Source: an optimization exercise on an open RTL-to-GDS flow (aim: small area, a short achievable clock period and few clock cycles per item). Production flows keep margins and buffers that such runs may drop.
At most, simulation tests tie the RTL to the original design; equivalence was not proved.
For run 3, only the layout was checked, not whether the RTL still works.
Power is estimated from default activity; no workload was simulated.

==> flow/constraint.sdc <==
create_clock -name core_clock -period 14.0 [get_ports {clk}]
set_input_delay 2.8000 -clock core_clock [delete_from_list [all_inputs] [get_ports {clk}]]
set_output_delay 2.8000 -clock core_clock [all_outputs]
set_load 0.01 [all_outputs]
==> flow/standard.sh <==
#!/bin/bash
# synth_recipe.tcl (not shown) runs the flow's synth.tcl, then flattens the netlist and writes it again
# the make line also repeats each setting of config.mk as NAME=value (left out here)
make -C /OpenROAD-flow-scripts/flow DESIGN_CONFIG=/design/flow/config.mk WORK_HOME=/design/flow/orfs CLKGATE_MAP_FILE= SYNTH_SCRIPT=/design/flow/synth_recipe.tcl "${@:-finish}"
==> flow/config.mk <==
export PLATFORM = sky130hd
export DESIGN_NAME = cmac16
export DESIGN_NICKNAME = cmac16
export VERILOG_FILES = /design/flow/design.v
export SDC_FILE = /design/flow/constraint.sdc
export NUM_CORES = 8
export LEC_CHECK = 0
export CAP_MARGIN = 20
export CORE_MARGIN = 2
export CORE_UTILIZATION = 40
export PLACE_DENSITY = 0.5
export SLEW_MARGIN = 20
export TNS_END_PERCENT = 0
==> flow/flow/run.sh <==
#!/bin/bash
# Layout flow: the standard ORFS flow (standard.sh), unchanged, run in two
# parts. Floorplan and placement run as standard; from clock tree synthesis
# on, the timing repair steps are asked for a setup slack of SETUP_MARGIN ns
# (flow/setup_margin) at the design's own clock period and constraints, so
# that they keep shortening the worst path after the design meets the clock.
# (config.mk's SETUP_SLACK_MARGIN stops at 5 ns.) Each tool's full output is
# in orfs/logs/; standard.sh's own output goes to standard_*.log here.
set -euo pipefail
cd "$(dirname "$0")/.."
MARGIN=$(cat flow/setup_margin)
bash standard.sh SETUP_SLACK_MARGIN=0 place > standard_place.log 2>&1
bash standard.sh SETUP_SLACK_MARGIN="$MARGIN" finish > standard_finish.log 2>&1
==> flow/flow/setup_margin <==
9
==> flow/design.v <==
module cmac16 (
    input  wire         clk,
    input  wire         rst,         
    input  wire         in_valid,
    output wire         in_ready,
    input  wire [5:0]   in_op,       
    input  wire [3:0]   in_lane,     
    input  wire [4:0]   in_shift,    
    input  wire         in_sat,      
    input  wire [255:0] in_x,        
    input  wire [255:0] in_w,        
    output reg          resp_valid,
    output reg          resp_ovf,
    output reg  [255:0] resp_data
);
    localparam OP_CMAC   = 6'h30;
    localparam OP_CMACZ  = 6'h31;
    localparam OP_CMACJ  = 6'h32;
    localparam OP_CMACJZ = 6'h33;
    localparam OP_CMACE  = 6'h34;
    localparam OP_CMACEZ = 6'h35;
    localparam OP_NARROW = 6'h38;
    localparam OP_NARROWS = 6'h39;
    assign in_ready = 1'b1;
    wire fire = in_valid & ~rst;
    wire is_mac    = (in_op >= OP_CMAC) && (in_op <= OP_CMACEZ);
    wire is_narrow = (in_op == OP_NARROW) || (in_op == OP_NARROWS);
    wire op_conj   = (in_op == OP_CMACJ) || (in_op == OP_CMACJZ);
    wire op_elem   = (in_op == OP_CMACE) || (in_op == OP_CMACEZ);
    wire op_repl   = (in_op == OP_CMACZ) || (in_op == OP_CMACJZ) || (in_op == OP_CMACEZ);
    reg         v0, nar0, repl0, sat0;
    reg [4:0]   shift0;
    reg [255:0] x0, w0;
    wire [15:0] wsel = in_w[in_lane*16 +: 16];
    integer l;
    always @(posedge clk) begin
        v0     <= fire;
        nar0   <= fire & is_narrow;
        repl0  <= fire & is_mac & op_repl;
        sat0   <= in_sat;
        shift0 <= in_shift;
        x0     <= in_x & {256{fire & is_mac}};
        for (l = 0; l < 16; l = l + 1)
            w0[16*l +: 16] <= op_elem ? in_w[16*l +: 16] : wsel;
    end
    reg         v1, nar1;
    reg [16:0]  ps_i [0:15], pc_i [0:15];    
    reg [16:0]  ps_q [0:15], pc_q [0:15];
    reg         sat0_1;
    reg [4:0]   shift0_1;
    always @(posedge clk) begin
        v1       <= v0 & ~rst;
        nar1     <= nar0;
        sat0_1   <= sat0;
        shift0_1 <= shift0;
    end
    reg         rst1;
    wire [31:0] acc_i [0:15];
    wire [31:0] acc_q [0:15];
    wire [31:0] mac_ovf;
    wire [31:0] nar_ovf;
    wire [255:0] nar_data;
    always @(posedge clk) begin
        rst1 <= rst;
    end
    reg         v2, nar2, sat2;
    reg [4:0]   shift2;
    reg [31:0]  mac_ovf2;
    always @(posedge clk) begin
        v2       <= v1 & ~rst;
        nar2     <= nar1;
        sat2     <= sat0_1;
        shift2   <= shift0_1;
        mac_ovf2 <= mac_ovf;
    end
    genvar g;
    generate
        for (g = 0; g < 16; g = g + 1) begin : lane
            wire [7:0] xi = x0[16*g +: 8];
            wire [7:0] xq = x0[16*g+8 +: 8];
            wire [7:0] wi = w0[16*g +: 8];
            wire [7:0] wq = w0[16*g+8 +: 8];
            reg       conj0;             
            reg       kill1, sat1;       
            always @(posedge clk) begin
                conj0  <= op_conj;
                kill1  <= repl0 | rst1;
                sat1   <= sat0;
            end
            wire [3:0] i_one, i_two, i_neg, q_one, q_two, q_neg;
            genvar k;
            for (k = 0; k < 4; k = k + 1) begin : booth
                wire i_hi = xi[2*k+1];
                wire i_md = xi[2*k];
                wire i_lo = (k == 0) ? 1'b0 : xi[2*k-1];
                wire q_hi = xq[2*k+1];
                wire q_md = xq[2*k];
                wire q_lo = (k == 0) ? 1'b0 : xq[2*k-1];
                assign i_one[k] = i_md ^ i_lo;
                assign i_two[k] = (i_hi & ~i_md & ~i_lo) | (~i_hi & i_md & i_lo);
                assign i_neg[k] = i_hi;
                assign q_one[k] = q_md ^ q_lo;
                assign q_two[k] = (q_hi & ~q_md & ~q_lo) | (~q_hi & q_md & q_lo);
                assign q_neg[k] = q_hi;
            end
            wire [16:0] psi, pci, psq, pcq;
            cmac16_cdot u_i (
                .a_one(i_one), .a_two(i_two), .a_neg(i_neg),
                .b_one(q_one), .b_two(q_two), .b_neg(q_neg ^ {4{~conj0}}),
                .wa(wi), .wb(wq), .ps(psi), .pc(pci));
            cmac16_cdot u_q (
                .a_one(q_one), .a_two(q_two), .a_neg(q_neg),
                .b_one(i_one), .b_two(i_two), .b_neg(i_neg ^ {4{conj0}}),
                .wa(wi), .wb(wq), .ps(psq), .pc(pcq));
            always @(posedge clk) begin
                ps_i[g] <= psi;
                pc_i[g] <= pci;
                ps_q[g] <= psq;
                pc_q[g] <= pcq;
            end
            cmac16_acc u_ai (.clk(clk), .kill(kill1), .sat(sat1), .ps(ps_i[g]), .pc(pc_i[g]), .acc(acc_i[g]), .ovf(mac_ovf[2*g]));
            cmac16_acc u_aq (.clk(clk), .kill(kill1), .sat(sat1), .ps(ps_q[g]), .pc(pc_q[g]), .acc(acc_q[g]), .ovf(mac_ovf[2*g+1]));
            cmac16_nar u_ni (.a(acc_i[g]), .s(shift2), .sat(sat2), .y(nar_data[16*g +: 8]), .ovf(nar_ovf[2*g]));
            cmac16_nar u_nq (.a(acc_q[g]), .s(shift2), .sat(sat2), .y(nar_data[16*g+8 +: 8]), .ovf(nar_ovf[2*g+1]));
        end
    endgenerate
    always @(posedge clk) begin
        resp_valid <= v2 & ~rst;
        resp_ovf   <= nar2 ? |nar_ovf : |mac_ovf2;
        resp_data  <= nar_data;
    end
endmodule
module cmac16_acc (
    input  wire        clk,
    input  wire        kill,
    input  wire        sat,
    input  wire [16:0] ps, pc,
    output reg  [31:0] acc,
    output wire        ovf
);
    wire [31:0] a = kill ? 32'd0 : acc;
    wire [17:0] lo = a[15:0] + ps + pc;
    wire up = lo[17];
    wire dn = ~lo[17] & ~lo[16];
    wire [15:0] hi = a[31:16];
    wire [15:0] ones, zeros;    
    genvar i;
    for (i = 0; i < 16; i = i + 1) begin : g
        if (i == 0) begin : b0
            assign ones[0] = 1'b1;
            assign zeros[0] = 1'b1;
        end else begin : bi
            assign ones[i] = &hi[i-1:0];
            assign zeros[i] = ~|hi[i-1:0];
        end
    end
    wire [15:0] hn = hi ^ (({16{up}} & ones) | ({16{dn}} & zeros));
    assign ovf = (up & ones[15] & ~hi[15]) | (dn & zeros[15] & hi[15]);
    wire cl = ovf & sat;
    always @(posedge clk)
        acc <= cl ? {hi[15], {31{~hi[15]}}} : {hn, lo[15:0]};
endmodule
module cmac16_nar (
    input  wire [31:0] a,
    input  wire [4:0]  s,
    input  wire        sat,
    output wire [7:0]  y,
    output wire        ovf
);
    wire        sg = a[31];
    wire [38:0] ae = {{7{sg}}, a};
    wire [22:0] t16 = s[4] ? ae[38:16] : ae[22:0];
    wire [14:0] t8  = s[3] ? t16[22:8] : t16[14:0];
    wire [10:0] t4  = s[2] ? t8[14:4]  : t8[10:0];
    wire [8:0]  t2  = s[1] ? t4[10:2]  : t4[8:0];
    wire [7:0]  t1  = s[0] ? t2[8:1]   : t2[7:0];
    wire [30:7] d = a[30:7] ^ {24{sg}};
    wire [30:7] ge;
    genvar i;
    for (i = 7; i <= 30; i = i + 1) begin : g
        assign ge[i] = (s <= i - 7);
    end
    assign ovf = |(d & ge);
    assign y = (ovf && sat) ? {sg, {7{~sg}}} : t1;
endmodule
module cmac16_cdot (
    input  wire [3:0]  a_one, a_two, a_neg,   
    input  wire [3:0]  b_one, b_two, b_neg,   
    input  wire [7:0]  wa, wb,
    output wire [16:0] ps, pc
);
    wire [8:0] ar0;
    assign ar0[0] = ((a_one[0] & wa[0]) | (a_two[0] & 1'b0)) ^ a_neg[0];
    assign ar0[1] = ((a_one[0] & wa[1]) | (a_two[0] & wa[0])) ^ a_neg[0];
    assign ar0[2] = ((a_one[0] & wa[2]) | (a_two[0] & wa[1])) ^ a_neg[0];
    assign ar0[3] = ((a_one[0] & wa[3]) | (a_two[0] & wa[2])) ^ a_neg[0];
    assign ar0[4] = ((a_one[0] & wa[4]) | (a_two[0] & wa[3])) ^ a_neg[0];
    assign ar0[5] = ((a_one[0] & wa[5]) | (a_two[0] & wa[4])) ^ a_neg[0];
    assign ar0[6] = ((a_one[0] & wa[6]) | (a_two[0] & wa[5])) ^ a_neg[0];
    assign ar0[7] = ((a_one[0] & wa[7]) | (a_two[0] & wa[6])) ^ a_neg[0];
    assign ar0[8] = ((a_one[0] & wa[7]) | (a_two[0] & wa[7])) ^ a_neg[0];
    wire [8:0] ar1;
    assign ar1[0] = ((a_one[1] & wa[0]) | (a_two[1] & 1'b0)) ^ a_neg[1];
    assign ar1[1] = ((a_one[1] & wa[1]) | (a_two[1] & wa[0])) ^ a_neg[1];
    assign ar1[2] = ((a_one[1] & wa[2]) | (a_two[1] & wa[1])) ^ a_neg[1];
    assign ar1[3] = ((a_one[1] & wa[3]) | (a_two[1] & wa[2])) ^ a_neg[1];
    assign ar1[4] = ((a_one[1] & wa[4]) | (a_two[1] & wa[3])) ^ a_neg[1];
    assign ar1[5] = ((a_one[1] & wa[5]) | (a_two[1] & wa[4])) ^ a_neg[1];
    assign ar1[6] = ((a_one[1] & wa[6]) | (a_two[1] & wa[5])) ^ a_neg[1];
    assign ar1[7] = ((a_one[1] & wa[7]) | (a_two[1] & wa[6])) ^ a_neg[1];
    assign ar1[8] = ((a_one[1] & wa[7]) | (a_two[1] & wa[7])) ^ a_neg[1];
    wire [8:0] ar2;
    assign ar2[0] = ((a_one[2] & wa[0]) | (a_two[2] & 1'b0)) ^ a_neg[2];
    assign ar2[1] = ((a_one[2] & wa[1]) | (a_two[2] & wa[0])) ^ a_neg[2];
    assign ar2[2] = ((a_one[2] & wa[2]) | (a_two[2] & wa[1])) ^ a_neg[2];
    assign ar2[3] = ((a_one[2] & wa[3]) | (a_two[2] & wa[2])) ^ a_neg[2];
    assign ar2[4] = ((a_one[2] & wa[4]) | (a_two[2] & wa[3])) ^ a_neg[2];
    assign ar2[5] = ((a_one[2] & wa[5]) | (a_two[2] & wa[4])) ^ a_neg[2];
    assign ar2[6] = ((a_one[2] & wa[6]) | (a_two[2] & wa[5])) ^ a_neg[2];
    assign ar2[7] = ((a_one[2] & wa[7]) | (a_two[2] & wa[6])) ^ a_neg[2];
    assign ar2[8] = ((a_one[2] & wa[7]) | (a_two[2] & wa[7])) ^ a_neg[2];
    wire [8:0] ar3;
    assign ar3[0] = ((a_one[3] & wa[0]) | (a_two[3] & 1'b0)) ^ a_neg[3];
    assign ar3[1] = ((a_one[3] & wa[1]) | (a_two[3] & wa[0])) ^ a_neg[3];
    assign ar3[2] = ((a_one[3] & wa[2]) | (a_two[3] & wa[1])) ^ a_neg[3];
    assign ar3[3] = ((a_one[3] & wa[3]) | (a_two[3] & wa[2])) ^ a_neg[3];
    assign ar3[4] = ((a_one[3] & wa[4]) | (a_two[3] & wa[3])) ^ a_neg[3];
    assign ar3[5] = ((a_one[3] & wa[5]) | (a_two[3] & wa[4])) ^ a_neg[3];
    assign ar3[6] = ((a_one[3] & wa[6]) | (a_two[3] & wa[5])) ^ a_neg[3];
    assign ar3[7] = ((a_one[3] & wa[7]) | (a_two[3] & wa[6])) ^ a_neg[3];
    assign ar3[8] = ((a_one[3] & wa[7]) | (a_two[3] & wa[7])) ^ a_neg[3];
    wire [8:0] br0;
    assign br0[0] = ((b_one[0] & wb[0]) | (b_two[0] & 1'b0)) ^ b_neg[0];
    assign br0[1] = ((b_one[0] & wb[1]) | (b_two[0] & wb[0])) ^ b_neg[0];
    assign br0[2] = ((b_one[0] & wb[2]) | (b_two[0] & wb[1])) ^ b_neg[0];
    assign br0[3] = ((b_one[0] & wb[3]) | (b_two[0] & wb[2])) ^ b_neg[0];
    assign br0[4] = ((b_one[0] & wb[4]) | (b_two[0] & wb[3])) ^ b_neg[0];
    assign br0[5] = ((b_one[0] & wb[5]) | (b_two[0] & wb[4])) ^ b_neg[0];
    assign br0[6] = ((b_one[0] & wb[6]) | (b_two[0] & wb[5])) ^ b_neg[0];
    assign br0[7] = ((b_one[0] & wb[7]) | (b_two[0] & wb[6])) ^ b_neg[0];
    assign br0[8] = ((b_one[0] & wb[7]) | (b_two[0] & wb[7])) ^ b_neg[0];
    wire [8:0] br1;
    assign br1[0] = ((b_one[1] & wb[0]) | (b_two[1] & 1'b0)) ^ b_neg[1];
    assign br1[1] = ((b_one[1] & wb[1]) | (b_two[1] & wb[0])) ^ b_neg[1];
    assign br1[2] = ((b_one[1] & wb[2]) | (b_two[1] & wb[1])) ^ b_neg[1];
    assign br1[3] = ((b_one[1] & wb[3]) | (b_two[1] & wb[2])) ^ b_neg[1];
    assign br1[4] = ((b_one[1] & wb[4]) | (b_two[1] & wb[3])) ^ b_neg[1];
    assign br1[5] = ((b_one[1] & wb[5]) | (b_two[1] & wb[4])) ^ b_neg[1];
    assign br1[6] = ((b_one[1] & wb[6]) | (b_two[1] & wb[5])) ^ b_neg[1];
    assign br1[7] = ((b_one[1] & wb[7]) | (b_two[1] & wb[6])) ^ b_neg[1];
    assign br1[8] = ((b_one[1] & wb[7]) | (b_two[1] & wb[7])) ^ b_neg[1];
    wire [8:0] br2;
    assign br2[0] = ((b_one[2] & wb[0]) | (b_two[2] & 1'b0)) ^ b_neg[2];
    assign br2[1] = ((b_one[2] & wb[1]) | (b_two[2] & wb[0])) ^ b_neg[2];
    assign br2[2] = ((b_one[2] & wb[2]) | (b_two[2] & wb[1])) ^ b_neg[2];
    assign br2[3] = ((b_one[2] & wb[3]) | (b_two[2] & wb[2])) ^ b_neg[2];
    assign br2[4] = ((b_one[2] & wb[4]) | (b_two[2] & wb[3])) ^ b_neg[2];
    assign br2[5] = ((b_one[2] & wb[5]) | (b_two[2] & wb[4])) ^ b_neg[2];
    assign br2[6] = ((b_one[2] & wb[6]) | (b_two[2] & wb[5])) ^ b_neg[2];
    assign br2[7] = ((b_one[2] & wb[7]) | (b_two[2] & wb[6])) ^ b_neg[2];
    assign br2[8] = ((b_one[2] & wb[7]) | (b_two[2] & wb[7])) ^ b_neg[2];
    wire [8:0] br3;
    assign br3[0] = ((b_one[3] & wb[0]) | (b_two[3] & 1'b0)) ^ b_neg[3];
    assign br3[1] = ((b_one[3] & wb[1]) | (b_two[3] & wb[0])) ^ b_neg[3];
    assign br3[2] = ((b_one[3] & wb[2]) | (b_two[3] & wb[1])) ^ b_neg[3];
    assign br3[3] = ((b_one[3] & wb[3]) | (b_two[3] & wb[2])) ^ b_neg[3];
    assign br3[4] = ((b_one[3] & wb[4]) | (b_two[3] & wb[3])) ^ b_neg[3];
    assign br3[5] = ((b_one[3] & wb[5]) | (b_two[3] & wb[4])) ^ b_neg[3];
    assign br3[6] = ((b_one[3] & wb[6]) | (b_two[3] & wb[5])) ^ b_neg[3];
    assign br3[7] = ((b_one[3] & wb[7]) | (b_two[3] & wb[6])) ^ b_neg[3];
    assign br3[8] = ((b_one[3] & wb[7]) | (b_two[3] & wb[7])) ^ b_neg[3];
    wire s0, c0;
    assign s0 = a_neg[0] ^ b_neg[0] ^ ar0[0];
    assign c0 = (a_neg[0] & b_neg[0]) | (a_neg[0] & ar0[0]) | (b_neg[0] & ar0[0]);
    wire s1, c1;
    assign s1 = ar0[1] ^ br0[1];
    assign c1 = ar0[1] & br0[1];
    wire s2, c2;
    assign s2 = a_neg[1] ^ b_neg[1] ^ ar0[2];
    assign c2 = (a_neg[1] & b_neg[1]) | (a_neg[1] & ar0[2]) | (b_neg[1] & ar0[2]);
    wire s3, c3;
    assign s3 = ar1[0] ^ br0[2] ^ br1[0];
    assign c3 = (ar1[0] & br0[2]) | (ar1[0] & br1[0]) | (br0[2] & br1[0]);
    wire s4, c4;
    assign s4 = c1 ^ s2 ^ s3;
    assign c4 = (c1 & s2) | (c1 & s3) | (s2 & s3);
    wire s5, c5;
    assign s5 = ar0[3] ^ ar1[1] ^ br0[3];
    assign c5 = (ar0[3] & ar1[1]) | (ar0[3] & br0[3]) | (ar1[1] & br0[3]);
    wire s6, c6;
    assign s6 = br1[1] ^ c2 ^ c3;
    assign c6 = (br1[1] & c2) | (br1[1] & c3) | (c2 & c3);
    wire s7, c7;
    assign s7 = s5 ^ s6 ^ c4;
    assign c7 = (s5 & s6) | (s5 & c4) | (s6 & c4);
    wire s8, c8;
    assign s8 = a_neg[2] ^ b_neg[2] ^ ar0[4];
    assign c8 = (a_neg[2] & b_neg[2]) | (a_neg[2] & ar0[4]) | (b_neg[2] & ar0[4]);
    wire s9, c9;
    assign s9 = ar1[2] ^ ar2[0] ^ br0[4];
    assign c9 = (ar1[2] & ar2[0]) | (ar1[2] & br0[4]) | (ar2[0] & br0[4]);
    wire s10, c10;
    assign s10 = br1[2] ^ br2[0] ^ c5;
    assign c10 = (br1[2] & br2[0]) | (br1[2] & c5) | (br2[0] & c5);
    wire s11, c11;
    assign s11 = s8 ^ s9 ^ c6;
    assign c11 = (s8 & s9) | (s8 & c6) | (s9 & c6);
    wire s12, c12;
    assign s12 = s10 ^ s11 ^ c7;
    assign c12 = (s10 & s11) | (s10 & c7) | (s11 & c7);
    wire s13, c13;
    assign s13 = ar0[5] ^ ar1[3] ^ ar2[1];
    assign c13 = (ar0[5] & ar1[3]) | (ar0[5] & ar2[1]) | (ar1[3] & ar2[1]);
    wire s14, c14;
    assign s14 = br0[5] ^ br1[3] ^ br2[1];
    assign c14 = (br0[5] & br1[3]) | (br0[5] & br2[1]) | (br1[3] & br2[1]);
    wire s15, c15;
    assign s15 = c8 ^ c9 ^ s13;
    assign c15 = (c8 & c9) | (c8 & s13) | (c9 & s13);
    wire s16, c16;
    assign s16 = s14 ^ c10 ^ s15;
    assign c16 = (s14 & c10) | (s14 & s15) | (c10 & s15);
    wire s17, c17;
    assign s17 = c11 ^ s16;
    assign c17 = c11 & s16;
    wire s18, c18;
    assign s18 = a_neg[3] ^ b_neg[3] ^ ar0[6];
    assign c18 = (a_neg[3] & b_neg[3]) | (a_neg[3] & ar0[6]) | (b_neg[3] & ar0[6]);
    wire s19, c19;
    assign s19 = ar1[4] ^ ar2[2] ^ ar3[0];
    assign c19 = (ar1[4] & ar2[2]) | (ar1[4] & ar3[0]) | (ar2[2] & ar3[0]);
    wire s20, c20;
    assign s20 = br0[6] ^ br1[4] ^ br2[2];
    assign c20 = (br0[6] & br1[4]) | (br0[6] & br2[2]) | (br1[4] & br2[2]);
    wire s21, c21;
    assign s21 = br3[0] ^ c13 ^ c14;
    assign c21 = (br3[0] & c13) | (br3[0] & c14) | (c13 & c14);
    wire s22, c22;
    assign s22 = s18 ^ s19 ^ s20;
    assign c22 = (s18 & s19) | (s18 & s20) | (s19 & s20);
    wire s23, c23;
    assign s23 = s21 ^ c15 ^ s22;
    assign c23 = (s21 & c15) | (s21 & s22) | (c15 & s22);
    wire s24, c24;
    assign s24 = c16 ^ s23 ^ c17;
    assign c24 = (c16 & s23) | (c16 & c17) | (s23 & c17);
    wire s25, c25;
    assign s25 = ar0[7] ^ ar1[5] ^ ar2[3];
    assign c25 = (ar0[7] & ar1[5]) | (ar0[7] & ar2[3]) | (ar1[5] & ar2[3]);
    wire s26, c26;
    assign s26 = ar3[1] ^ br0[7] ^ br1[5];
    assign c26 = (ar3[1] & br0[7]) | (ar3[1] & br1[5]) | (br0[7] & br1[5]);
    wire s27, c27;
    assign s27 = br2[3] ^ br3[1] ^ c18;
    assign c27 = (br2[3] & br3[1]) | (br2[3] & c18) | (br3[1] & c18);
    wire s28, c28;
    assign s28 = c19 ^ c20 ^ s25;
    assign c28 = (c19 & c20) | (c19 & s25) | (c20 & s25);
    wire s29, c29;
    assign s29 = s26 ^ c21 ^ s27;
    assign c29 = (s26 & c21) | (s26 & s27) | (c21 & s27);
    wire s30, c30;
    assign s30 = c22 ^ s28 ^ c23;
    assign c30 = (c22 & s28) | (c22 & c23) | (s28 & c23);
    wire s31, c31;
    assign s31 = s29 ^ s30 ^ c24;
    assign c31 = (s29 & s30) | (s29 & c24) | (s30 & c24);
    wire s32, c32;
    assign s32 = ~ar0[8] ^ ar1[6] ^ ar2[4];
    assign c32 = (~ar0[8] & ar1[6]) | (~ar0[8] & ar2[4]) | (ar1[6] & ar2[4]);
    wire s33, c33;
    assign s33 = ar3[2] ^ ~br0[8] ^ br1[6];
    assign c33 = (ar3[2] & ~br0[8]) | (ar3[2] & br1[6]) | (~br0[8] & br1[6]);
    wire s34, c34;
    assign s34 = br2[4] ^ br3[2] ^ c25;
    assign c34 = (br2[4] & br3[2]) | (br2[4] & c25) | (br3[2] & c25);
    wire s35, c35;
    assign s35 = c26 ^ s32 ^ s33;
    assign c35 = (c26 & s32) | (c26 & s33) | (s32 & s33);
    wire s36, c36;
    assign s36 = c27 ^ s34 ^ c28;
    assign c36 = (c27 & s34) | (c27 & c28) | (s34 & c28);
    wire s37, c37;
    assign s37 = s35 ^ c29 ^ s36;
    assign c37 = (s35 & c29) | (s35 & s36) | (c29 & s36);
    wire s38, c38;
    assign s38 = c30 ^ s37;
    assign c38 = c30 & s37;
    wire s39, c39;
    assign s39 = 1'b1 ^ ar1[7] ^ ar2[5];
    assign c39 = (1'b1 & ar1[7]) | (1'b1 & ar2[5]) | (ar1[7] & ar2[5]);
    wire s40, c40;
    assign s40 = ar3[3] ^ br1[7] ^ br2[5];
    assign c40 = (ar3[3] & br1[7]) | (ar3[3] & br2[5]) | (br1[7] & br2[5]);
    wire s41, c41;
    assign s41 = br3[3] ^ c32 ^ c33;
    assign c41 = (br3[3] & c32) | (br3[3] & c33) | (c32 & c33);
    wire s42, c42;
    assign s42 = s39 ^ s40 ^ c34;
    assign c42 = (s39 & s40) | (s39 & c34) | (s40 & c34);
    wire s43, c43;
    assign s43 = s41 ^ c35 ^ s42;
    assign c43 = (s41 & c35) | (s41 & s42) | (c35 & s42);
    wire s44, c44;
    assign s44 = c36 ^ s43 ^ c37;
    assign c44 = (c36 & s43) | (c36 & c37) | (s43 & c37);
    wire s45, c45;
    assign s45 = 1'b1 ^ ~ar1[8] ^ ar2[6];
    assign c45 = (1'b1 & ~ar1[8]) | (1'b1 & ar2[6]) | (~ar1[8] & ar2[6]);
    wire s46, c46;
    assign s46 = ar3[4] ^ ~br1[8] ^ br2[6];
    assign c46 = (ar3[4] & ~br1[8]) | (ar3[4] & br2[6]) | (~br1[8] & br2[6]);
    wire s47, c47;
    assign s47 = br3[4] ^ c39 ^ c40;
    assign c47 = (br3[4] & c39) | (br3[4] & c40) | (c39 & c40);
    wire s48, c48;
    assign s48 = s45 ^ s46 ^ c41;
    assign c48 = (s45 & s46) | (s45 & c41) | (s46 & c41);
    wire s49, c49;
    assign s49 = s47 ^ c42 ^ s48;
    assign c49 = (s47 & c42) | (s47 & s48) | (c42 & s48);
    wire s50, c50;
    assign s50 = c43 ^ s49;
    assign c50 = c43 & s49;
    wire s51, c51;
    assign s51 = ar2[7] ^ ar3[5] ^ br2[7];
    assign c51 = (ar2[7] & ar3[5]) | (ar2[7] & br2[7]) | (ar3[5] & br2[7]);
    wire s52, c52;
    assign s52 = br3[5] ^ c45 ^ c46;
    assign c52 = (br3[5] & c45) | (br3[5] & c46) | (c45 & c46);
    wire s53, c53;
    assign s53 = s51 ^ c47 ^ s52;
    assign c53 = (s51 & c47) | (s51 & s52) | (c47 & s52);
    wire s54, c54;
    assign s54 = c48 ^ s53 ^ c49;
    assign c54 = (c48 & s53) | (c48 & c49) | (s53 & c49);
    wire s55, c55;
    assign s55 = 1'b1 ^ ~ar2[8] ^ ar3[6];
    assign c55 = (1'b1 & ~ar2[8]) | (1'b1 & ar3[6]) | (~ar2[8] & ar3[6]);
    wire s56, c56;
    assign s56 = ~br2[8] ^ br3[6] ^ c51;
    assign c56 = (~br2[8] & br3[6]) | (~br2[8] & c51) | (br3[6] & c51);
    wire s57, c57;
    assign s57 = s55 ^ c52 ^ s56;
    assign c57 = (s55 & c52) | (s55 & s56) | (c52 & s56);
    wire s58, c58;
    assign s58 = c53 ^ s57;
    assign c58 = c53 & s57;
    wire s59, c59;
    assign s59 = ar3[7] ^ br3[7] ^ c55;
    assign c59 = (ar3[7] & br3[7]) | (ar3[7] & c55) | (br3[7] & c55);
    wire s60, c60;
    assign s60 = c56 ^ s59 ^ c57;
    assign c60 = (c56 & s59) | (c56 & c57) | (s59 & c57);
    wire s61, c61;
    assign s61 = 1'b1 ^ ~ar3[8] ^ ~br3[8];
    assign c61 = (1'b1 & ~ar3[8]) | (1'b1 & ~br3[8]) | (~ar3[8] & ~br3[8]);
    wire s62, c62;
    assign s62 = s61 ^ c59;
    assign c62 = s61 & c59;
    assign ps = {1'b0, c61, c60, c58, c54, c50, c44, c38, c31, s31, s24, c12, s12, s7, s4, c0, br0[0]};
    assign pc = {1'b0, c62, s62, s60, s58, s54, s50, s44, s38, 1'b0, 1'b0, s17, 1'b0, 1'b0, 1'b0, s1, s0};
endmodule
==> results of run 1 <==
## worst max path at each step
stage                                         end  slack (ns)
CTS                 lane[14].u_ai.acc[21]$_DFF_P_        8.09
global route        lane[13].u_ai.acc[29]$_DFF_P_        7.73
floorplan           lane[11].u_ai.acc[13]$_DFF_P_        5.93
global placement     lane[1].u_aq.acc[14]$_DFF_P_        5.83
finish                     resp_data[175]$_DFF_P_        7.68
detailed placement    lane[1].u_aq.acc[6]$_DFF_P_        5.56
## metal layers
metal | vias to the layer above | global-route usage (%)
met1 | 141735 | 48.4
met4 | 184 | 15.4
met2 | 14982 | 48.2
met5 | - | 0.133
li1 | 133030 | -
met3 | 2582 | 12.1
## cell usage after synthesis, types with 547 or more instances
cell	count
sky130_fd_sc_hd__mux2i_1	780
sky130_fd_sc_hd__dfxtp_1	2718
sky130_fd_sc_hd__ha_1	1184
sky130_fd_sc_hd__buf_1	734
sky130_fd_sc_hd__a21oi_1	3628
sky130_fd_sc_hd__o22ai_1	896
sky130_fd_sc_hd__nor2_1	2772
sky130_fd_sc_hd__xor2_1	1426
sky130_fd_sc_hd__a21o_1	663
sky130_fd_sc_hd__a22oi_1	677
sky130_fd_sc_hd__xnor2_1	1457
sky130_fd_sc_hd__o21ai_0	2959
sky130_fd_sc_hd__nor2b_1	1280
sky130_fd_sc_hd__nand2_1	3748
sky130_fd_sc_hd__fa_1	1728
sky130_fd_sc_hd__inv_1	2222
sky130_fd_sc_hd__maj3_1	577
sky130_fd_sc_hd__and2_1	547
sky130_fd_sc_hd__clkbuf_1	2726
## worst max-delay path, delay by kind of cell, from the launching register on
family	cells	cell delay, ns
AND/OR/NAND/NOR	4	1.78
flip-flops	1	0.50
AO/OA/AOI/OAI	5	2.13
buffers and inverters	3	1.51
## power groups by stage
| stage | Combinational, W | Sequential, W | Clock (W) |
|---|---|---|---|
| final | 0.0311 | 0.0149 | 0.0100 |
| after global routing | 0.0339 | 0.0150 | 0.0105 |
| after CTS | 0.0301 | 0.0146 | 0.0102 |
| after detailed placement | 0.0289 | 0.0147 | 0 |
| after global placement | 0.0287 | 0.0148 | 0 |
| after floorplan | 0.0219 | 0.0117 | 0 |
## sequential cells by signal (all words and copies together) (netlist names), 5 cells and up
signal,flops
shift0,5
w0,256
ps_i,256
x0,256
lane.u_aq.acc,512
shift0_1,5
lane.u_ai.pc,176
lane.u_ai.acc,512
mac_ovf2,32
resp_data,256
shift2,5
ps_q,256
lane.u_aq.pc,176
## through the flow
stage | setup slack, ns | hold slack [ns] | cell area [um2] | power [W]
2_1_floorplan | 5.93 | 0.310 | 295000 | 0.0335
3_3_place_gp | 5.83 | 0.310 | 309000 | 0.0435
3_5_place_dp | 5.56 | 0.313 | 309000 | 0.0437
4_1_cts | 8.09 | 0.316 | 328000 | 0.0549
5_1_grt | 7.73 | 0.320 | 330000 | 0.0593
6_report | 7.68 | 0.323 | 330000 | 0.0560
## cells by family after synthesis
family,after synthesis
fa+ha+maj,3489
other cells,1
flops,2718
compound gates,11824
simple gates,10650
xor+xnor,2885
buf+inv,5824
mux,1361
## cell type report
type / instances / area share [%]
Clock inverter: 185 / 0.803
Clock buffer: 456 / 2.98
Sequential cell: 2718 / 16.5
Timing Repair Buffer: 1946 / 5.67
Tap cell: 9827 / 3.72
Inverter: 2259 / 2.58
Timing Repair inverter: 4 / 0.0129
Multi-Input combinational cell: 30223 / 67.3
Antenna cell: 488 / 0.370
## timing repair
action,4_1_cts,5_1_grt
resized for setup,633,133
pin swaps,123,44
cloned,54,4
endpoints found under the setup margin,1799,1960
buffers inserted,221,48
==> impl_metrics.csv, run 1 <==
group,metric,value,unit
floorplan,core_area,736000,um2
finish,fillers,73932,
yosys,synthDistinctLibCells,121,
route,drt-vias-per-instance,6.08,
cts,ctsHtreeMaxLevel,5,
grt,globalRouteTotalUtil,34.8,%
yosys,synth-async-reset-ratio,0,%
yosys,postSynthCellCount,38752,
critical_path,worstPathCellList,"buf_4, and2_2, buf_6, o21ai_4, buf_4, a22oi_1, nand3_1, o21ai_0, o211ai_1, nand2_1, nor2_2, a21o_1",
placed_design,placed_instances,46644,
cts,cts.root.buffer_cell,"sky130_fd_sc_hd__clkbuf_16",
placed_design,gp_routability_congestion,0.965,
cts,clk_path_buf_depth,4,
yosys,synth.avg_cell_area,7.62,um2
placed_design,dp_hpwl,1010,mm
finish,drive_above_1_share,8.37,%
critical_path,cp_data_required_time,14.85,ns
status,run_status,"timing/DRC/antenna clean",
finish,most_common_cell_after_layout_fill_and_taps_aside,"sky130_fd_sc_hd__nand2_1",
floorplan,num_rows,315,
route,route.vias.total,292513,
route,routed-wl-met3,163,mm
yosys,largest_family_of_logic_cells_by_synthesized_area,"compound AO/OA/AOI/OAI gates",
cts,cts_tree,"done",
route,first_iter_violations,34902,
worst_hold_path,hold_path.class,"flop to flop",
worst_hold_path,worst_hold_endpoint,"shift0_1[0]$_DFF_P_",
floorplan,chipWidth,863,um
power,combPwrFrac,55.5,%
grt,grt_pass1_wl,1940,mm
route,route.layer.met1.wl,592,mm
worst_hold_path,startpoint_of_the_lowest_slack_hold_path,"shift0[0]$_DFF_P_",
cts,clk_latency,1.11,ns
yosys,ys_ff_latch,2718,
sta,totalNegativeSetupSlack,0,ns
power,pwr-share-seq,26.5,%
placed_design,buffer_ports.inserted,788,
route,routed_wl,1370,mm
route,route.top_layer_used,"met5",
power,ir_drop,0.114,mV
power,p_per_area,170,nW/um2
yosys,synth_compound_gate_area_share,24.6,%
critical_path,worst_r2r_startpoint,"shift2[2]$_DFF_P_",
sta,grt_setup_unrepaired,"true",
sta,fmax,158,MHz
yosys,synth_top_area_cell,"sky130_fd_sc_hd__dfxtp_1",
sta,final_max_slew_viol_count,0,
yosys,synthesis.area,295000,um2
yosys,yosysWarningCount,10,
critical_path,startpoint_type,"flop",
sta,post-route-period-util,45.2,%
sta,hold_viol,0,
critical_path,worst_ep_arrival_time,7.17,ns
critical_path,critPathKind,"flop to flop",
grt,number_of_global_route_vias_before_repair,267532,
power,clkPwrFrac,17.9,%
yosys,synth_area_leaders,"sky130_fd_sc_hd__dfxtp_1, sky130_fd_sc_hd__fa_1, sky130_fd_sc_hd__a21oi_1",
critical_path,critPathMostFrequentCell,"sky130_fd_sc_hd__buf_4",
power,leakagePower,135,nW
critical_path,crit_path_top_delay_cell,"sky130_fd_sc_hd__o21ai_4",
route,ant_nets,0,
yosys,synthMuxAreaShare,5.40,%
critical_path,endpoint_kind,"flop",
finish,ff_latch_area,54500,um2
floorplan,die_h,863,um
critical_path,crit-reg2reg-capture,"resp_data[175]$_DFF_P_",
route,length_of_the_first_detailed_routing_pass_in_iterations,10,
power,p_sw_share,48.1,%
sta,worst_clock_skew_on_the_final_layout,0.0700,ns
grt,grt.overflow.total,0,
finish,most_frequent_cells_in_the_layout,"sky130_fd_sc_hd__nand2_1, sky130_fd_sc_hd__a21oi_1, sky130_fd_sc_hd__o21ai_0",
yosys,post_synth_xor_area_fraction,8.56,%
floorplan,num_io_pins,790,
yosys,yosysSeqAreaShare,18.4,%
power,p_int,0.0291,W
route,routed_wire_length_per_instance,28.4,um
cts,clock_sink_count,2718,
critical_path,setup.reg_to_reg.worst_slack,7.68,ns
sta,tightestPinTransition,1.30,ns
sta,timing.final.setup_violations,0,
finish,area_delta_synth_final,11.8,%
critical_path,crit_path_max_cell_delay,0.90,ns
sta,slew_headroom,12.2,%
floorplan,die_area,745000,um2
finish,final_core_util,44.9,%
route,drc,0,
critical_path,worst_setup_path_startpoint,"shift2[2]$_DFF_P_",
worst_hold_path,hold-path-cell-count,0,
sta,layout_min_cycle_time,6.32,ns
critical_path,worst_r2r_path_depth,12,
power,p_switching,0.0269,W
yosys,synth_simple_gate_area_share,16.8,%
grt,grt_max_degree,157,
finish,area_occupied_by_multi_input_gates,222000,um2
cts,cts_buffers,348,
yosys,synth.top_cell.area_share,18.4,%
cts,hold_buffers,0,
grt,number_of_antenna_violations_at_the_first_check_in_global_routing,254,
cts,cts.clk_slew.worst_paths,0.06,ns
yosys,synth_area_in_adders,18.7,%
finish,finish.net_count,40943,
route,dr_wl_met2,543,mm
critical_path,timing.critical_path.fanout_max,39,
yosys,synth_enable_flop_cells,0,
floorplan,initial_core_util,40.1,%
run,drv.max_cap_violation_count,0,
finish,layoutNonFillerInstCount,48106,
yosys,dominantRegCellSynth,"sky130_fd_sc_hd__dfxtp_1",
Testbench counts, summed over its fixed seeds: cycles 24,425, items 24,393.
==> run 2, diff against run 1 <==
--- a/flow/design.v
+++ b/flow/design.v
@@ -47,11 +47,7 @@
     reg [16:0]  ps_i [0:15], pc_i [0:15];    
     reg [16:0]  ps_q [0:15], pc_q [0:15];
-    reg         sat0_1;
-    reg [4:0]   shift0_1;
     always @(posedge clk) begin
-        v1       <= v0 & ~rst;
-        nar1     <= nar0;
-        sat0_1   <= sat0;
-        shift0_1 <= shift0;
+        v1     <= v0 & ~rst;
+        nar1   <= nar0;
     end
     reg         rst1;
@@ -64,14 +60,5 @@
         rst1 <= rst;
     end
-    reg         v2, nar2, sat2;
-    reg [4:0]   shift2;
-    reg [31:0]  mac_ovf2;
-    always @(posedge clk) begin
-        v2       <= v1 & ~rst;
-        nar2     <= nar1;
-        sat2     <= sat0_1;
-        shift2   <= shift0_1;
-        mac_ovf2 <= mac_ovf;
-    end
+    wire clear = rst | rst1 | repl0;
     genvar g;
     generate
@@ -81,10 +68,14 @@
             wire [7:0] wi = w0[16*g +: 8];
             wire [7:0] wq = w0[16*g+8 +: 8];
-            reg       conj0;             
-            reg       kill1, sat1;       
+            reg [3:0] nq0, ni0;
+            always @(posedge clk) begin
+                nq0 <= {in_x[16*g+15], in_x[16*g+13], in_x[16*g+11], in_x[16*g+9]} ^ {4{~op_conj}};
+                ni0 <= {in_x[16*g+7], in_x[16*g+5], in_x[16*g+3], in_x[16*g+1]} ^ {4{op_conj}};
+            end
+            reg       sat1;              
+            reg [4:0] shift1;            
             always @(posedge clk) begin
-                conj0  <= op_conj;
-                kill1  <= repl0 | rst1;
                 sat1   <= sat0;
+                shift1 <= shift0;
             end
             wire [3:0] i_one, i_two, i_neg, q_one, q_two, q_neg;
@@ -107,9 +98,9 @@
             cmac16_cdot u_i (
                 .a_one(i_one), .a_two(i_two), .a_neg(i_neg),
-                .b_one(q_one), .b_two(q_two), .b_neg(q_neg ^ {4{~conj0}}),
+                .b_one(q_one), .b_two(q_two), .b_neg(nq0),
                 .wa(wi), .wb(wq), .ps(psi), .pc(pci));
             cmac16_cdot u_q (
                 .a_one(q_one), .a_two(q_two), .a_neg(q_neg),
-                .b_one(i_one), .b_two(i_two), .b_neg(i_neg ^ {4{conj0}}),
+                .b_one(i_one), .b_two(i_two), .b_neg(ni0),
                 .wa(wi), .wb(wq), .ps(psq), .pc(pcq));
             always @(posedge clk) begin
@@ -119,13 +110,13 @@
                 pc_q[g] <= pcq;
             end
-            cmac16_acc u_ai (.clk(clk), .kill(kill1), .sat(sat1), .ps(ps_i[g]), .pc(pc_i[g]), .acc(acc_i[g]), .ovf(mac_ovf[2*g]));
-            cmac16_acc u_aq (.clk(clk), .kill(kill1), .sat(sat1), .ps(ps_q[g]), .pc(pc_q[g]), .acc(acc_q[g]), .ovf(mac_ovf[2*g+1]));
-            cmac16_nar u_ni (.a(acc_i[g]), .s(shift2), .sat(sat2), .y(nar_data[16*g +: 8]), .ovf(nar_ovf[2*g]));
-            cmac16_nar u_nq (.a(acc_q[g]), .s(shift2), .sat(sat2), .y(nar_data[16*g+8 +: 8]), .ovf(nar_ovf[2*g+1]));
+            cmac16_acc u_ai (.clk(clk), .clear(clear), .sat(sat1), .ps(ps_i[g]), .pc(pc_i[g]), .acc(acc_i[g]), .ovf(mac_ovf[2*g]));
+            cmac16_acc u_aq (.clk(clk), .clear(clear), .sat(sat1), .ps(ps_q[g]), .pc(pc_q[g]), .acc(acc_q[g]), .ovf(mac_ovf[2*g+1]));
+            cmac16_nar u_ni (.a(acc_i[g]), .s(shift1), .sat(sat1), .y(nar_data[16*g +: 8]), .ovf(nar_ovf[2*g]));
+            cmac16_nar u_nq (.a(acc_q[g]), .s(shift1), .sat(sat1), .y(nar_data[16*g+8 +: 8]), .ovf(nar_ovf[2*g+1]));
         end
     endgenerate
     always @(posedge clk) begin
-        resp_valid <= v2 & ~rst;
-        resp_ovf   <= nar2 ? |nar_ovf : |mac_ovf2;
+        resp_valid <= v1 & ~rst;
+        resp_ovf   <= nar1 ? |nar_ovf : |mac_ovf;
         resp_data  <= nar_data;
     end
@@ -133,5 +124,5 @@
 module cmac16_acc (
     input  wire        clk,
-    input  wire        kill,
+    input  wire        clear,
     input  wire        sat,
     input  wire [16:0] ps, pc,
@@ -139,9 +130,8 @@
     output wire        ovf
 );
-    wire [31:0] a = kill ? 32'd0 : acc;
-    wire [17:0] lo = a[15:0] + ps + pc;
+    wire [17:0] lo = acc[15:0] + ps + pc;
     wire up = lo[17];
     wire dn = ~lo[17] & ~lo[16];
-    wire [15:0] hi = a[31:16];
+    wire [15:0] hi = acc[31:16];
     wire [15:0] ones, zeros;    
     genvar i;
@@ -159,5 +149,5 @@
     wire cl = ovf & sat;
     always @(posedge clk)
-        acc <= cl ? {hi[15], {31{~hi[15]}}} : {hn, lo[15:0]};
+        acc <= clear ? 32'd0 : cl ? {hi[15], {31{~hi[15]}}} : {hn, lo[15:0]};
 endmodule
 module cmac16_nar (
--- a/flow/config.mk
+++ b/flow/config.mk
@@ -11,3 +11,4 @@
 export PLACE_DENSITY = 0.5
 export SLEW_MARGIN = 20
+export SYNTH_HIERARCHICAL = 1
 export TNS_END_PERCENT = 0
==> impl_metrics.csv, run 2 <==
group,metric,value,unit
yosys,synthDistinctLibCells,99,
yosys,yosysSeqAreaShare,21.5,%
floorplan,num_rows,308,
route,drc,0,
sta,slew_headroom,21.3,%
yosys,synthesis.area,282000,um2
sta,grt_setup_unrepaired,"true",
cts,clk_latency,1.09,ns
worst_hold_path,worst_hold_endpoint,"lane[15].shift1[4]$_DFF_P_",
grt,grt_pass1_wl,1480,mm
sta,final_max_slew_viol_count,0,
grt,number_of_antenna_violations_at_the_first_check_in_global_routing,123,
floorplan,chipWidth,844,um
yosys,synth.top_cell.area_share,21.5,%
cts,hold_buffers,0,
worst_hold_path,hold-path-cell-count,0,
route,route.vias.total,217507,
yosys,synth.avg_cell_area,9.64,um2
sta,worst_clock_skew_on_the_final_layout,0.0879,ns
sta,fmax,193,MHz
cts,clock_sink_count,3028,
sta,layout_min_cycle_time,5.19,ns
grt,globalRouteTotalUtil,27.5,%
placed_design,dp_hpwl,772,mm
power,ir_drop,0.152,mV
route,drt-vias-per-instance,5.76,
sta,post-route-period-util,37.1,%
sta,timing.final.setup_violations,0,
critical_path,critPathKind,"flop to flop",
grt,grt_max_degree,218,
critical_path,endpoint_kind,"flop",
sta,hold_viol,0,
power,p_per_area,211,nW/um2
floorplan,initial_core_util,40.1,%
yosys,ys_top_cells_by_count,"sky130_fd_sc_hd__dfxtp_1, sky130_fd_sc_hd__inv_1, sky130_fd_sc_hd__xnor2_1",
critical_path,crit-reg2reg-capture,"resp_ovf$_DFF_P_",
floorplan,die_area,712000,um2
finish,layoutNonFillerInstCount,37760,
floorplan,num_io_pins,790,
run,drv.max_cap_violation_count,0,
floorplan,core_area,703000,um2
critical_path,worst_ep_arrival_time,6.12,ns
power,leakagePower,119,nW
cts,cts.clk_slew.worst_paths,0.06,ns
yosys,synth_top_area_cell,"sky130_fd_sc_hd__dfxtp_1",
grt,number_of_global_route_vias_before_repair,215375,
critical_path,setup.reg_to_reg.worst_slack,8.81,ns
grt,use_met1,35.3,%
sta,whs,0.326,ns
route,routed_wl,1010,mm
grt,global_route.peak_usage_layer,"met2",
critical_path,timing.critical_path.fanout_max,112,
yosys,ys_ff_latch,3028,
critical_path,cp_data_required_time,14.93,ns
finish,most_common_cell_after_layout_fill_and_taps_aside,"sky130_fd_sc_hd__dfxtp_1",
cts,clk_path_buf_depth,4,
yosys,dominantRegCellSynth,"sky130_fd_sc_hd__dfxtp_1",
route,routed_wire_length_per_instance,26.8,um
yosys,synth-async-reset-ratio,0,%
placed_design,pre_cts_slack,6.90,ns
status,run_status,"timing/DRC/antenna clean",
sta,worst_slack,8.81,ns
worst_hold_path,hold_path.class,"flop to flop",
power,totalPowerFinal,0.0632,W
finish,biggestRegsByFlops,"lane.u_ai.acc (512), lane.u_aq.acc (512)",
worst_hold_path,startpoint_of_the_lowest_slack_hold_path,"shift0[4]$_DFF_P_",
finish,area_delta_synth_final,6.39,%
yosys,synth_area_leaders,"sky130_fd_sc_hd__dfxtp_1, sky130_fd_sc_hd__fa_1, sky130_fd_sc_hd__xnor2_1",
critical_path,worst_r2r_path_depth,13,
route,ant_nets,0,
sta,tightestPinTransition,1.15,ns
sta,totalNegativeSetupSlack,0,ns
critical_path,worst_r2r_startpoint,"lane[15].shift1[2]$_DFF_P_",
grt,grt_use_met2,42.4,%
finish,drive_above_1_share,11.8,%
cts,cts.root.buffer_cell,"sky130_fd_sc_hd__clkbuf_16",
critical_path,worst_setup_path_startpoint,"lane[15].shift1[2]$_DFF_P_",
cts,cts_tree,"done",
floorplan,die_h,844,um
route,first_iter_violations,19755,
grt,grt.overflow.total,0,
route,length_of_the_first_detailed_routing_pass_in_iterations,9,
cts,cts_buffers,387,
yosys,synth_enable_flop_cells,0,
grt,grt_util_met3,7.50,%
finish,most_frequent_cells_in_the_layout,"sky130_fd_sc_hd__dfxtp_1, sky130_fd_sc_hd__xnor2_1, sky130_fd_sc_hd__inv_1",
cts,ctsHtreeMaxLevel,5,
finish,finish.net_count,31576,
yosys,yosysWarningCount,16,
critical_path,startpoint_type,"flop",
placed_design,placed_instances,36879,
yosys,synthMostInstantiatedCell,"sky130_fd_sc_hd__dfxtp_1",
placed_design,gp_routability_congestion,0.961,
placed_design,buffer_ports.inserted,788,
yosys,postSynthCellCount,29260,
[run 2: how the worst max path moves through the flow]
stage                                           endpoint  slack [ns]  cells after the start
after global routing                    resp_ovf$_DFF_P_        8.67                     13
final                                   resp_ovf$_DFF_P_        8.81                     13
after CTS                         resp_data[219]$_DFF_P_        8.82                      9
after detailed placement  lane[1].u_ai.acc[4]$_SDFF_PP0_        6.90                      7
after global placement    lane[1].u_ai.acc[8]$_SDFF_PP0_        6.94                      7
after floorplan           lane[0].u_ai.acc[0]$_SDFF_PP0_        7.22                      5
[run 2: critical path: stages (launching register included)]
cell and delay (ns):
sky130_fd_sc_hd__dfxtp_4 0.71, sky130_fd_sc_hd__buf_6 0.48, sky130_fd_sc_hd__buf_12 0.48, sky130_fd_sc_hd__buf_6 0.56, sky130_fd_sc_hd__and2_1 0.23, sky130_fd_sc_hd__o21ai_0 0.09, sky130_fd_sc_hd__a32oi_1 0.23, sky130_fd_sc_hd__o21ai_1 0.15
sky130_fd_sc_hd__or4_1 0.70, sky130_fd_sc_hd__buf_4 0.30, sky130_fd_sc_hd__nor4_2 0.37, sky130_fd_sc_hd__nand4_1 0.16, sky130_fd_sc_hd__nor4_1 0.25, sky130_fd_sc_hd__a21oi_1 0.10
[run 2: logic make-up (layout without fill, tap and decap cells)]
| family | count (synthesis) | in the layout | share of synthesized area (%) |
|---|---|---|---|
| muxes | 1600 | 1600 | 8.31 |
| xor gates and xnor gates | 3680 | 3680 | 11.4 |
| AOI/OAI and AO/OA | 7203 | 7203 | 18.4 |
| DFF | 3028 | 3028 | 21.5 |
| and+or+nand+nor | 4940 | 4940 | 9.80 |
| other | 33 | 388 | 0.0439 |
| buffers and inverters | 5704 | 4549 | 11.0 |
| adders and majority gates | 3072 | 3072 | 19.5 |
[run 2: area by class of cell]
cell class / instances / area [um2]
antenna: 163 / 408
clock buffer: 503 / 10800
clock inverter: 210 / 3020
fill: 68223 / 403000
inverter: 2464 / 9250
multi-input combinational: 20720 / 192000
sequential: 3028 / 60700
tap: 9300 / 11600
timing repair buffer: 1372 / 12600
[run 2: repair_timing]
item / 4_1_cts / 5_1_grt
setup endpoints to repair: 738 / 487
buffers inserted: 2 / 2
resized for setup: 51 / 30
pin swaps: 0 / 2
[run 2: stage by stage]
stage               area (um2)  utilization [%]
floorplan               283000                -
detailed placement      286000             40.6
finish                  300000             42.7
global route            300000             42.7
CTS                     300000             42.6
global placement        286000             40.6
[run 2: where the power goes]
group / switching, W / internal [W]
Sequential: 0.00425 / 0.0112
Combinational: 0.0210 / 0.0159
Clock: 0.00444 / 0.00650
Total: 0.0297 / 0.0336
[run 2: Yosys stat by module (local to each module, per instance)]
module	flip-flops and latches	cell area [um2]	times used	cells inside
cmac16_nar	0	1510	32	172
cmac16_acc	32	2650	32	289
cmac16	2004	52200	1	3724
cmac16_cdot	0	3030	32	337
[run 2: metal layers]
metal  share of wire, %  up-vias
met5              0.024        -
met4                6.0       36
met3                8.9     1597
met2                 44     7936
met1                 41   109406
li1                   -    98532
Testbench counts of run 2, summed over its fixed seeds: cycles 24,417, items 24,393.
==> run 3, diff against run 2 <==
--- a/flow/design.v
+++ b/flow/design.v
@@ -29,5 +29,5 @@
     wire op_elem   = (in_op == OP_CMACE) || (in_op == OP_CMACEZ);
     wire op_repl   = (in_op == OP_CMACZ) || (in_op == OP_CMACJZ) || (in_op == OP_CMACEZ);
-    reg         v0, nar0, repl0, sat0;
+    reg         v0, nar0, repl0, conj0, sat0;
     reg [4:0]   shift0;
     reg [255:0] x0, w0;
@@ -38,4 +38,5 @@
         nar0   <= fire & is_narrow;
         repl0  <= fire & is_mac & op_repl;
+        conj0  <= op_conj;
         sat0   <= in_sat;
         shift0 <= in_shift;
@@ -44,14 +45,18 @@
             w0[16*l +: 16] <= op_elem ? in_w[16*l +: 16] : wsel;
     end
-    reg         v1, nar1;
-    reg [16:0]  ps_i [0:15], pc_i [0:15];    
-    reg [16:0]  ps_q [0:15], pc_q [0:15];
+    reg         v1, nar1, repl1, sat1;
+    reg [4:0]   shift1;
+    reg [16:0]  p_i [0:15];
+    reg [16:0]  p_q [0:15];
     always @(posedge clk) begin
         v1     <= v0 & ~rst;
         nar1   <= nar0;
+        repl1  <= repl0;
+        sat1   <= sat0;
+        shift1 <= shift0;
     end
-    reg         rst1;
-    wire [31:0] acc_i [0:15];
-    wire [31:0] acc_q [0:15];
+    reg         rst1, rst2;
+    reg  signed [31:0] acc_i [0:15];
+    reg  signed [31:0] acc_q [0:15];
     wire [31:0] mac_ovf;
     wire [31:0] nar_ovf;
@@ -59,6 +64,7 @@
     always @(posedge clk) begin
         rst1 <= rst;
+        rst2 <= rst1;
     end
-    wire clear = rst | rst1 | repl0;
+    wire kill = repl1 | rst2;
     genvar g;
     generate
@@ -68,15 +74,4 @@
             wire [7:0] wi = w0[16*g +: 8];
             wire [7:0] wq = w0[16*g+8 +: 8];
-            reg [3:0] nq0, ni0;
-            always @(posedge clk) begin
-                nq0 <= {in_x[16*g+15], in_x[16*g+13], in_x[16*g+11], in_x[16*g+9]} ^ {4{~op_conj}};
-                ni0 <= {in_x[16*g+7], in_x[16*g+5], in_x[16*g+3], in_x[16*g+1]} ^ {4{op_conj}};
-            end
-            reg       sat1;              
-            reg [4:0] shift1;            
-            always @(posedge clk) begin
-                sat1   <= sat0;
-                shift1 <= shift0;
-            end
             wire [3:0] i_one, i_two, i_neg, q_one, q_two, q_neg;
             genvar k;
@@ -95,23 +90,37 @@
                 assign q_neg[k] = q_hi;
             end
-            wire [16:0] psi, pci, psq, pcq;
+            wire [16:0] pi, pq;
             cmac16_cdot u_i (
                 .a_one(i_one), .a_two(i_two), .a_neg(i_neg),
-                .b_one(q_one), .b_two(q_two), .b_neg(nq0),
-                .wa(wi), .wb(wq), .ps(psi), .pc(pci));
+                .b_one(q_one), .b_two(q_two), .b_neg(q_neg ^ {4{~conj0}}),
+                .wa(wi), .wb(wq), .p(pi));
             cmac16_cdot u_q (
                 .a_one(q_one), .a_two(q_two), .a_neg(q_neg),
-                .b_one(i_one), .b_two(i_two), .b_neg(ni0),
-                .wa(wi), .wb(wq), .ps(psq), .pc(pcq));
+                .b_one(i_one), .b_two(i_two), .b_neg(i_neg ^ {4{conj0}}),
+                .wa(wi), .wb(wq), .p(pq));
             always @(posedge clk) begin
-                ps_i[g] <= psi;
-                pc_i[g] <= pci;
-                ps_q[g] <= psq;
-                pc_q[g] <= pcq;
+                p_i[g] <= pi;
+                p_q[g] <= pq;
             end
-            cmac16_acc u_ai (.clk(clk), .clear(clear), .sat(sat1), .ps(ps_i[g]), .pc(pc_i[g]), .acc(acc_i[g]), .ovf(mac_ovf[2*g]));
-            cmac16_acc u_aq (.clk(clk), .clear(clear), .sat(sat1), .ps(ps_q[g]), .pc(pc_q[g]), .acc(acc_q[g]), .ovf(mac_ovf[2*g+1]));
-            cmac16_nar u_ni (.a(acc_i[g]), .s(shift1), .sat(sat1), .y(nar_data[16*g +: 8]), .ovf(nar_ovf[2*g]));
-            cmac16_nar u_nq (.a(acc_q[g]), .s(shift1), .sat(sat1), .y(nar_data[16*g+8 +: 8]), .ovf(nar_ovf[2*g+1]));
+            wire signed [31:0] ai = kill ? 32'sd0 : acc_i[g];
+            wire signed [31:0] aq = kill ? 32'sd0 : acc_q[g];
+            wire signed [32:0] si = ai + $signed(p_i[g]);
+            wire signed [32:0] sq = aq + $signed(p_q[g]);
+            wire oi = si[32] != si[31];
+            wire oq = sq[32] != sq[31];
+            assign mac_ovf[2*g]   = oi;
+            assign mac_ovf[2*g+1] = oq;
+            always @(posedge clk) begin
+                acc_i[g] <= (oi && sat1) ? (si[32] ? 32'sh80000000 : 32'sh7fffffff) : si[31:0];
+                acc_q[g] <= (oq && sat1) ? (sq[32] ? 32'sh80000000 : 32'sh7fffffff) : sq[31:0];
+            end
+            wire signed [31:0] shi = acc_i[g] >>> shift1;
+            wire signed [31:0] shq = acc_q[g] >>> shift1;
+            wire ni = ~((&shi[31:7]) | ~(|shi[31:7]));
+            wire nq = ~((&shq[31:7]) | ~(|shq[31:7]));
+            assign nar_data[16*g +: 8]   = (ni && sat1) ? (shi[31] ? 8'h80 : 8'h7f) : shi[7:0];
+            assign nar_data[16*g+8 +: 8] = (nq && sat1) ? (shq[31] ? 8'h80 : 8'h7f) : shq[7:0];
+            assign nar_ovf[2*g]   = ni;
+            assign nar_ovf[2*g+1] = nq;
         end
     endgenerate
@@ -122,61 +131,9 @@
     end
 endmodule
-module cmac16_acc (
-    input  wire        clk,
-    input  wire        clear,
-    input  wire        sat,
-    input  wire [16:0] ps, pc,
-    output reg  [31:0] acc,
-    output wire        ovf
-);
-    wire [17:0] lo = acc[15:0] + ps + pc;
-    wire up = lo[17];
-    wire dn = ~lo[17] & ~lo[16];
-    wire [15:0] hi = acc[31:16];
-    wire [15:0] ones, zeros;    
-    genvar i;
-    for (i = 0; i < 16; i = i + 1) begin : g
-        if (i == 0) begin : b0
-            assign ones[0] = 1'b1;
-            assign zeros[0] = 1'b1;
-        end else begin : bi
-            assign ones[i] = &hi[i-1:0];
-            assign zeros[i] = ~|hi[i-1:0];
-        end
-    end
-    wire [15:0] hn = hi ^ (({16{up}} & ones) | ({16{dn}} & zeros));
-    assign ovf = (up & ones[15] & ~hi[15]) | (dn & zeros[15] & hi[15]);
-    wire cl = ovf & sat;
-    always @(posedge clk)
-        acc <= clear ? 32'd0 : cl ? {hi[15], {31{~hi[15]}}} : {hn, lo[15:0]};
-endmodule
-module cmac16_nar (
-    input  wire [31:0] a,
-    input  wire [4:0]  s,
-    input  wire        sat,
-    output wire [7:0]  y,
-    output wire        ovf
-);
-    wire        sg = a[31];
-    wire [38:0] ae = {{7{sg}}, a};
-    wire [22:0] t16 = s[4] ? ae[38:16] : ae[22:0];
-    wire [14:0] t8  = s[3] ? t16[22:8] : t16[14:0];
-    wire [10:0] t4  = s[2] ? t8[14:4]  : t8[10:0];
-    wire [8:0]  t2  = s[1] ? t4[10:2]  : t4[8:0];
-    wire [7:0]  t1  = s[0] ? t2[8:1]   : t2[7:0];
-    wire [30:7] d = a[30:7] ^ {24{sg}};
-    wire [30:7] ge;
-    genvar i;
-    for (i = 7; i <= 30; i = i + 1) begin : g
-        assign ge[i] = (s <= i - 7);
-    end
-    assign ovf = |(d & ge);
-    assign y = (ovf && sat) ? {sg, {7{~sg}}} : t1;
-endmodule
 module cmac16_cdot (
     input  wire [3:0]  a_one, a_two, a_neg,   
     input  wire [3:0]  b_one, b_two, b_neg,   
     input  wire [7:0]  wa, wb,
-    output wire [16:0] ps, pc
+    output wire [16:0] p
 );
     wire [8:0] ar0;
@@ -449,5 +406,6 @@
     assign s62 = s61 ^ c59;
     assign c62 = s61 & c59;
-    assign ps = {1'b0, c61, c60, c58, c54, c50, c44, c38, c31, s31, s24, c12, s12, s7, s4, c0, br0[0]};
-    assign pc = {1'b0, c62, s62, s60, s58, s54, s50, s44, s38, 1'b0, 1'b0, s17, 1'b0, 1'b0, 1'b0, s1, s0};
+    wire [16:0] ra = {1'b1, c61, c60, c58, c54, c50, c44, c38, c31, s31, s24, c12, s12, s7, s4, c0, br0[0]};
+    wire [16:0] rb = {1'b0, c62, s62, s60, s58, s54, s50, s44, s38, 1'b0, 1'b0, s17, 1'b0, 1'b0, 1'b0, s1, s0};
+    assign p = ra + rb;
 endmodule
==> flow/run.sh (new file) <==
#!/bin/bash
# synth_recipe.tcl (not shown) runs the flow's synth.tcl, then flattens the netlist and writes it again
# the make line also repeats each setting of config.mk as NAME=value (left out here)
make -C /OpenROAD-flow-scripts/flow DESIGN_CONFIG=/design/flow/config.mk WORK_HOME=/design/flow/orfs CLKGATE_MAP_FILE= SYNTH_SCRIPT=/design/flow/synth_recipe.tcl finish
--- a/flow/config.mk
+++ b/flow/config.mk
@@ -11,4 +11,2 @@
 export PLACE_DENSITY = 0.5
 export SLEW_MARGIN = 20
-export SYNTH_HIERARCHICAL = 1
-export TNS_END_PERCENT = 0
removed: flow/flow/run.sh
removed: flow/flow/setup_margin
removed: flow/standard.sh
==> impl_metrics.csv, run 3 <==
group,metric,value,unit
status,run_status,"timing/DRC/antenna clean",
route,first_iter_violations,36984,
route,ant_nets,0,
route,route.vias.total,309881,
grt,grt_max_degree,180,
yosys,synth_area_leaders,"sky130_fd_sc_hd__dfxtp_1, sky130_fd_sc_hd__fa_1, sky130_fd_sc_hd__ha_1",
sta,grt_setup_unrepaired,"false",
cts,cts_buffers,333,
critical_path,timing.critical_path.fanout_max,41,
floorplan,num_rows,329,
sta,final_max_slew_viol_count,0,
worst_hold_path,startpoint_of_the_lowest_slack_hold_path,"shift0[4]$_DFF_P_",
grt,number_of_antenna_violations_at_the_first_check_in_global_routing,279,
power,ir_drop,0.162,mV
sta,slew_headroom,9.21,%
sta,fmax,126,MHz
sta,timing.final.setup_violations,0,
sta,hold_viol,0,
finish,biggestRegsByFlops,"acc_i (512), acc_q (512)",
floorplan,core_area,803000,um2
sta,tightestPinTransition,1.36,ns
placed_design,placedInstanceArea,336000,um2
floorplan,die_area,813000,um2
yosys,synthDistinctLibCells,104,
cts,cts_setup_buffers,0,
critical_path,worst_ep_arrival_time,8.83,ns
route,routed-wl-met3,158,mm
grt,grt_pass1_wl,2040,mm
cts,cts.root.buffer_cell,"sky130_fd_sc_hd__clkbuf_16",
yosys,yosysSeqAreaShare,14.7,%
critical_path,worst_r2r_startpoint,"rst2$_DFF_P_",
finish,most_common_cell_after_layout_fill_and_taps_aside,"sky130_fd_sc_hd__nand2_1",
critical_path,crit_path_top_delay_cell,"sky130_fd_sc_hd__nor3_1",
yosys,ys_ff_latch,2359,
finish,finish.net_count,43665,
yosys,synthMostInstantiatedCell,"sky130_fd_sc_hd__nand2_1",
floorplan,initial_core_util,40.2,%
cts,ctsHtreeMaxLevel,5,
placed_design,gp_routability_congestion,0.967,
grt,globalRouteTotalUtil,33.4,%
yosys,dominantRegCellSynth,"sky130_fd_sc_hd__dfxtp_1",
route,length_of_the_first_detailed_routing_pass_in_iterations,7,
finish,fin_area,349000,um2
route,drc,0,
cts,clock_sink_count,2359,
finish,drive_above_1_share,8.15,%
power,leakagePower,145,nW
sta,worst_clock_skew_on_the_final_layout,0.0571,ns
route,dr_wl_met2,547,mm
route,routed_wire_length_per_instance,27.9,um
critical_path,crit-reg2reg-capture,"resp_ovf$_DFF_P_",
floorplan,chipWidth,902,um
critical_path,setup.reg_to_reg.worst_slack,6.08,ns
route,drt-vias-per-instance,6.08,
critical_path,cp_data_required_time,14.91,ns
power,p_per_area,185,nW/um2
yosys,synth_enable_flop_cells,0,
critical_path,critPathKind,"flop to flop",
sta,totalNegativeSetupSlack,0,ns
yosys,synthesis.area,322000,um2
yosys,synth-async-reset-ratio,0,%
route,routed_wl,1420,mm
yosys,ys_top_cells_by_count,"sky130_fd_sc_hd__nand2_1, sky130_fd_sc_hd__o21ai_0, sky130_fd_sc_hd__a21oi_1",
sta,post-route-period-util,56.6,%
route,route.top_layer_used,"met5",
cts,clk_path_buf_depth,4,
worst_hold_path,hold-path-cell-count,0,
floorplan,die_h,902,um
yosys,synth_top_area_cell,"sky130_fd_sc_hd__dfxtp_1",
sta,layout_min_cycle_time,7.92,ns
critical_path,critPathMostFrequentCell,"sky130_fd_sc_hd__buf_4",
## run 3: changes by cell type after synthesis, sizes merged, moves of 832 or more
cell,delta
clkbuf,+2261
a22oi,-1097
o21ai,+2052
a21oi,+2367
and2,+1055
ha,+832
buf,-1786
nor2,+1868
nand2,+2551
xnor2,-1013
## run 3: final cells by class
class / instances / area [um2]
Tap cell: 10592 / 13300
Sequential cell: 2359 / 47400
Inverter: 2711 / 10200
Antenna cell: 403 / 1010
Fill cell: 80924 / 454000
Timing Repair Buffer: 1700 / 15200
Clock buffer: 416 / 9230
Clock inverter: 193 / 2240
Multi-Input combinational cell: 32605 / 250000
## run 3: worst max path at each step
stage                                to              start  cells after the start
floorplan           p_q[12][15]$_DFF_P_    x0[203]$_DFF_P_                     24
global placement       resp_ovf$_DFF_P_  shift1[1]$_DFF_P_                     17
detailed placement     resp_ovf$_DFF_P_  shift1[1]$_DFF_P_                     17
CTS                    resp_ovf$_DFF_P_  shift1[1]$_DFF_P_                     17
global route           resp_ovf$_DFF_P_  shift1[1]$_DFF_P_                     17
finish                 resp_ovf$_DFF_P_       rst2$_DFF_P_                     21
## run 3: cell families after synthesis
family | count (synthesis) | synth area share, %
AOI/OAI and AO/OA | 12332 | 23.2
xor gates and xnor gates | 2850 | 7.74
adders and majority gates | 3931 | 18.9
buffers and inverters | 6395 | 7.88
DFF | 2359 | 14.7
muxes | 2534 | 11.5
other | 1 | 0.00116
and+or+nand+nor | 10957 | 16.1
## run 3: critical path: cells and delay by family (launching register included)
kind	cells	cell delay, ns
AO/OA/AOI/OAI	8	2.34
XOR/XNOR	2	0.44
adder cells (fa/ha/maj)	1	0.23
buffers and inverters	5	1.88
flip-flops	1	0.33
AND/OR/NAND/NOR	5	2.45
## run 3: where the power goes
| part | total (W) | switching, W | internal [W] |
|---|---|---|---|
| Clock | 0.00919 | 0.00390 | 0.00529 |
| Combinational | 0.0403 | 0.0241 | 0.0162 |
| Sequential | 0.0150 | 0.00514 | 0.00982 |
| Total | 0.0645 | 0.0332 | 0.0313 |
## run 3: metal layers
layer	global-route usage [%]	vias to the layer above
met5	0	-
met2	44.8	14434
met4	12.4	128
met1	50.4	151602
met3	8.81	1775
li1	-	141942
## run 3: per-stage QoR
step	setup slack [ns]	std cells	total power (W)	util, %
floorplan	7.81	41359	0.0393	-
global placement	6.25	49957	0.0538	41.9
detailed placement	6.24	49964	0.0541	41.9
CTS	6.23	50573	0.0636	43.3
global route	5.84	50842	0.0687	43.4
finish	6.08	50979	0.0645	43.5

-- separate check: timing with driven ports --
In the flow no input, the clock included, has a driving cell. The finished layouts below were timed again as built, in two steps.
Step 1, drivers: a clkbuf_16 drives clk and a buf_2 each remaining input, both assumed.
Step 2 moves the port delays by t, midway between the first and last clock arrival at a register: inputs arrive t later, outputs are due t later. That takes back most of the time a late clock gives input paths.
a / b / c = ideal / step 1 / step 2; a / b = the first two.
| run | shift t [ns] | slack for setup (ns) | worst hold slack (ns) | worst data-port slew with drivers (ns) | pins driven straight from the clock port |
|---|---|---|---|---|---|
| run 1 | 1.234 | 7.677 / 7.677 / 7.040 | 0.323 / 0.323 / 0.323 | 0.23 | 1 |
| run 2 | 1.192 | 8.809 / 8.727 / 7.757 | 0.326 / 0.326 / 0.326 | 0.49 | 1 |
| run 3 | 1.193 | 6.077 / 6.077 / 6.077 | 0.333 / 0.333 / 0.333 | 0.24 | 1 |
After both steps every run listed still meets setup and hold. For run 2, which loses most, drivers alone change the setup slack by -0.082 ns; drivers and shift together by -1.052 ns.
